This is an optimization exercise on Yosys and OpenROAD, whose aim is small area, a short achievable clock period and few clock cycles, not a production implementation. In this exercise RTL edits were held to simulation tests only and were not proved equivalent to the original. Power is estimated from default activity; no workload was simulated.

// fondant_enc
module fondant_enc (
    input  wire        clk,
    input  wire        rst,
    input  wire        cfg_commit,
    input  wire [2:0]  cfg_mode,
    input  wire [4:0]  cfg_k,
    input  wire [4:0]  cfg_kmin,
    input  wire [4:0]  cfg_kmax,
    input  wire [11:0] cfg_target,
    input  wire        start,
    output wire        start_ready,
    input  wire [4:0]  s_depth,
    input  wire [1:0]  s_plane,
    input  wire [3:0]  s_rows_m1,
    input  wire [5:0]  s_cols_m1,
    input  wire        pix_valid,
    output wire        pix_ready,
    input  wire [15:0] pix_data,
    output reg         word_valid,
    output reg  [31:0] word_data,
    output reg         done,
    output wire [63:0] done_hdr,
    output wire [15:0] done_code
);
Settings: LEC_CHECK=0, ABC_AREA=1, CAP_MARGIN=20, CORE_MARGIN=2, CORE_UTILIZATION=65, PLACE_DENSITY=0.8, SLEW_MARGIN=20; clock period 36.0 ns.
standard.sh (not shown) runs the stock make flow with config.mk's settings and CLKGATE_MAP_FILE= SYNTH_SCRIPT=/design/flow/synth_recipe.tcl, a recipe that flattens the netlist after the stock synthesis.
==> flow/flow/run.sh <==
#!/bin/bash
# Standard ORFS layout (the standard.sh, same synthesis script and
# registers) with these changes, all passed as ORFS variables:
#  - synthesis: no separate full/half-adder mapping (ABC maps the adders)
#  - ports buffered with buf_2 instead of the default delay buffer
#  - clock tree: larger sink clusters, no dummy loads
#  - timing repair asked to leave 27.6 ns of setup slack (the SDC is unchanged)
export ADDER_MAP_FILE=
export BUFFER_PORTS_ARGS="-buffer_cell sky130_fd_sc_hd__buf_2"
export CTS_ARGS="-sink_clustering_enable -repair_clock_nets -dont_use_dummy_load -sink_clustering_size 24 -sink_clustering_max_diameter 80"
export SETUP_SLACK_MARGIN=27.6
bash standard.sh > standard.log 2>&1
Testbench counts at the start, summed over its fixed seeds: cycles 330,304.
Edit:
--- a/flow/design.v
+++ b/flow/design.v
@@ -87,27 +87,28 @@
     always @* for (mi = 0; mi < 16; mi = mi + 1) maxv[mi] = (mi < s_depth);
     function [10:0] dstep;           
         input [5:0] rem_i;
         input [4:0] xb;
         input integer n;
         input [5:0] wv;
         reg   [5:0] rem;
         reg   [4:0] q;
-        reg   [6:0] s;
+        reg   [6:0] t;
+        reg   [7:0] d;
         integer j;
         begin
             rem = rem_i;
             q   = 5'd0;
             for (j = 4; j >= 0; j = j - 1) begin
                 if (j < n) begin
-                    s    = {1'b0, rem} - {2'b00, wv[5:1]} - {6'd0, ~xb[j]};
-                    q[j] = lt21({16'd0, wv[5:1]}, {15'd0, rem}) |
-                           ((rem == {1'b0, wv[5:1]}) & xb[j]);
-                    rem  = q[j] ? {s[4:0], ~xb[j]} : {rem[4:0], xb[j]};
+                    t    = {rem, xb[j]};
+                    d    = {1'b0, t} - {2'b00, wv};
+                    q[j] = ~d[7];
+                    rem  = d[7] ? t[5:0] : d[5:0];
                 end
             end
             dstep = {q, rem};
         end
     endfunction
     reg [5:0]  s1_rem, s2_rem, s3_rem;
     reg [4:0]  s1_q;
     reg [8:0]  s2_q;
Setup slack improved by 10 ps; cell area is about the same; total power rises by about 19%; global-route usage went down by 0.30 points; routed wire length came out lower by 0.42%; synthesized area rose by 0.43%; flip-flop and latch count is unchanged; sequential power is about the same; utilization is about the same; cell count went up by about 0.6%; via count grows by about 0.5%; synthesized cell count climbs by about 0.9%; die area increases by 0.42%; clock skew rises by 4.0 ps.
Testbench counts after the change, summed over its fixed seeds: cycles 330,304.


Another version of the RTL of fondant_enc (not shown whole).
Size in the first run: about 5,400 cells after synthesis, roughly 180 I/O pins, ~0.061 sq mm of cells after synthesis.
export LEC_CHECK = 0
export ABC_AREA = 1
export CAP_MARGIN = 20
export CORE_MARGIN = 2
export CORE_UTILIZATION = 60
export PLACE_DENSITY = 0.75
export SLEW_MARGIN = 20
create_clock -name core_clock -period 36.0 [get_ports {clk}]
==> flow/flow/run.sh <==
#!/bin/bash
# Standard ORFS layout (the standard.sh, same synthesis script and
# registers) with these changes, all passed as ORFS variables:
#  - synthesis: no separate full/half-adder mapping, and ABC maps for area
#    with amap (flow/abc_area.script, used through a copy of ORFS's scripts
#    folder in which only that file differs)
#  - ports buffered with buf_2 instead of the default delay buffer
#  - clock tree: larger sink clusters, no dummy loads
#  - timing repair asked to leave 27.6 ns of setup slack (the SDC is unchanged)
set -e
rm -rf scripts_amap
cp -r "$FLOW_HOME/scripts" scripts_amap
cp flow/abc_area.script scripts_amap/abc_area.script
export SCRIPTS_DIR="$PWD/scripts_amap"
export ADDER_MAP_FILE=
export BUFFER_PORTS_ARGS="-buffer_cell sky130_fd_sc_hd__buf_2"
export CTS_ARGS="-sink_clustering_enable -repair_clock_nets -dont_use_dummy_load -sink_clustering_size 24 -sink_clustering_max_diameter 80"
export SETUP_SLACK_MARGIN=27.6
bash standard.sh > standard.log 2>&1
==> flow/flow/abc_area.script <==
strash
dch
amap
topo
stime -c
buffer -c
upsize -c
dnsize -c
Testbench counts at the start, summed over its fixed seeds: cycles 330,152.
Next try:
--- a/flow/design.v
+++ b/flow/design.v
@@ -41,20 +41,20 @@
     reg        [11:0] tgt_r;
     reg signed [19:0] bal;       
     reg        [9:0]  bfrac;     
     reg               cmt1;      
     reg        sr;               
     reg        busy;             
     assign start_ready = sr;
     assign pix_ready   = 1'b1;
     wire       st_x = start & sr;
-    wire       fin1, last_r;
-    wire       sr_nx = ~st_x & (sr | (last_r & ~bud_r) | (fin1 & bud_r));
+    wire       fin1, fin2, last_r;
+    wire       sr_nx = ~st_x & (sr | (last_r & ~bud_r) | fin2);
     wire       bneg  = bal[19];
     wire       b_lt4 = bneg & ~lt21({2'b00, ~bal[18:0]}, {7'd0, tgt_r, 2'b00});
     wire       b_lt1 = bneg & ~lt21({2'b00, ~bal[18:0]}, {9'd0, tgt_r});
     wire       b_gt1 = ~bneg & lt21({9'd0, tgt_r}, {2'b00, bal[18:0]});
     wire [5:0] kup2 = {1'b0, kq} + 6'd2;
     wire [5:0] kup1 = {1'b0, kq} + 6'd1;
     reg  [4:0] k_sel;
     always @* begin
         k_sel = kq;
@@ -238,31 +238,32 @@
     reg  [31:0] wcur, wnxt;
     integer pi;
     always @* begin
         for (pi = 0; pi < 32; pi = pi + 1) begin
             wcur[31-pi] = ((pi < 31) ? acc[30-pi] : 1'b0)
                         | ((pi >= pc) & ((pi < e1) | rot[31-pi]));
             wnxt[31-pi] = (pi < pc) & (((pi + 32) < e1) | rot[31-pi]);
         end
     end
-    reg        fin1_r;
+    reg        fin1_r, fin2_r;
     assign fin1 = fin1_r;
+    assign fin2 = fin2_r;
     assign last_r = r_v & r_last;
     reg        bal_pend;
     reg [15:0] first_code;
     wire [10:0] words_fin = wcnt;
     wire [9:0]  raw_w     = nb[14:5];
     wire        coded     = ~lt21({11'd0, raw_w}, {10'd0, words_fin});
     wire [9:0]  len_fin   = alleq ? 10'd1 : coded ? words_fin[9:0] : raw_w;
     reg [9:0] len_r;
     reg [1:0] form_r;
     reg [4:0] hk_r;
-    wire signed [19:0] size_fin = {8'd0, len_fin, 2'b00} + 20'sd8;
+    wire signed [19:0] size_fin = {8'd0, len_r, 2'b00} + 20'sd8;
     wire signed [19:0] bal_sum  = bal - size_fin;
     wire signed [19:0] bal_lim  = {2'b00, tgt_r, 6'd0};
     wire [12:0]        negt     = -{1'b0, tgt_r};
     wire               sum_hi   = ~bal_sum[19] & lt21({3'd0, bal_lim[17:0]}, {2'd0, bal_sum[18:0]});
     wire               sum_lo   = bal_sum[19] & ~lt21({2'd0, ~bal_sum[18:0]}, {3'd0, bal_lim[17:0]});
     wire signed [19:0] bal_new  = sum_hi ? bal_lim :
                                   sum_lo ? {{1{negt[12]}}, negt, 6'd0} : bal_sum;
     reg [15:0] code_o;
     assign done_hdr  = {2'b00, cols_o, 4'h0, rows_o, 16'h0000,
@@ -316,19 +317,19 @@
             if (emit)
                 acc <= wnxt[31:1];
             else
                 acc <= wcur[31:1];
         end
         word_data <= fin1 ? {acc, 1'b0} : wcur;
         len_r  <= len_fin;
         form_r <= alleq ? 2'd2 : coded ? 2'd0 : 2'd1;
         hk_r   <= (alleq || coded) ? kq : 5'd0;
-        if (fin1 & bud_r) begin
+        if (fin2) begin
             bal   <= bal_new;
             bfrac <= 10'd0;
         end
         cols_o  <= cols_r;
         b_o     <= b_r;
         plane_o <= plane_r;
         rows_o  <= rows_r;
         code_o  <= first_code;
         if (!busy) begin
@@ -358,36 +359,38 @@
             s1_v       <= 1'b0;
             s1_m       <= 1'b0;
             s2_v       <= 1'b0;
             s2_m       <= 1'b0;
             s3_v       <= 1'b0;
             s3_m       <= 1'b0;
             p_v        <= 1'b0;
             r_v        <= 1'b0;
             fin1_r     <= 1'b0;
+            fin2_r     <= 1'b0;
             initp      <= 1'b0;
             cmt1       <= 1'b0;
             word_valid <= 1'b0;
             done       <= 1'b0;
             bud_r      <= 1'b0;
             kq         <= 5'd0;
         end else begin
             in_v  <= st_x | pix_valid;
             in_m  <= st_x;
             s1_v  <= in_v;
             s1_m  <= in_m;
             s2_v  <= s1_v;
             s2_m  <= s1_m;
             s3_v  <= s2_v;
             s3_m  <= s2_m;
             p_v   <= adv;
             r_v   <= p_v;
             fin1_r <= r_v & r_last;
+            fin2_r <= fin1 & bud_r;
             initp <= s3_v & s3_m;
             cmt1  <= cfg_commit;
             word_valid <= (r_v & emit) | (fin1 & (pc != 5'd0));
             done  <= fin1;
             sr   <= sr_nx;
             busy <= ~sr_nx;
             if (cfg_commit) begin
                 bud_r  <= (cfg_mode == 3'd4);
                 kmin_r <= (cfg_mode == 3'd2) ? cfg_k :
Outcome:
- design area shrinks slightly
- worst setup slack improves by 10 ps
- fmax stays flat
- wire length shrinks by a few percent
- clock power is about the same
- flip-flop and latch count grows by 1
Testbench counts after the change, summed over its fixed seeds: cycles 330,304.

-- separate check: timing with driven ports --
The flow's constraints put no driver on any port. The routed layouts listed below were extracted and timed again, unchanged, in two steps. Step 1 (the two cells are an assumption about what drives the block):
set clk [get_ports {clk}]
set_driving_cell -lib_cell sky130_fd_sc_hd__clkbuf_16 $clk
set_driving_cell -lib_cell sky130_fd_sc_hd__buf_2 [delete_from_list [all_inputs] $clk]
Step 2, shift: input delay + t, output delay - t, t = (earliest + latest rising clock arrival at the registers) / 2. This alone moves slack from input paths to output paths. a / b / c = ideal / step 1 / step 2; a / b = the first two.
| run | t, ns | setup slack, ns | worst register clock-pin slew, ns |
|---|---|---|---|
| the first run of note 1 | 0.728 | 27.643 / 27.565 / 27.500 | 0.10 / 0.10 |
| the second run of note 1 | 0.718 | 27.653 / 27.580 / 27.439 | 0.10 / 0.10 |
| the first run of note 2 | 0.701 | 27.632 / 27.563 / 27.550 | 0.10 / 0.10 |
| the second run of note 2 | 0.710 | 27.643 / 27.572 / 27.522 | 0.10 / 0.10 |
After both steps setup and hold are still met in every run listed. For the second run of note 1, which loses most, drivers alone change the setup slack by -0.073 ns; drivers and shift together by -0.214 ns.
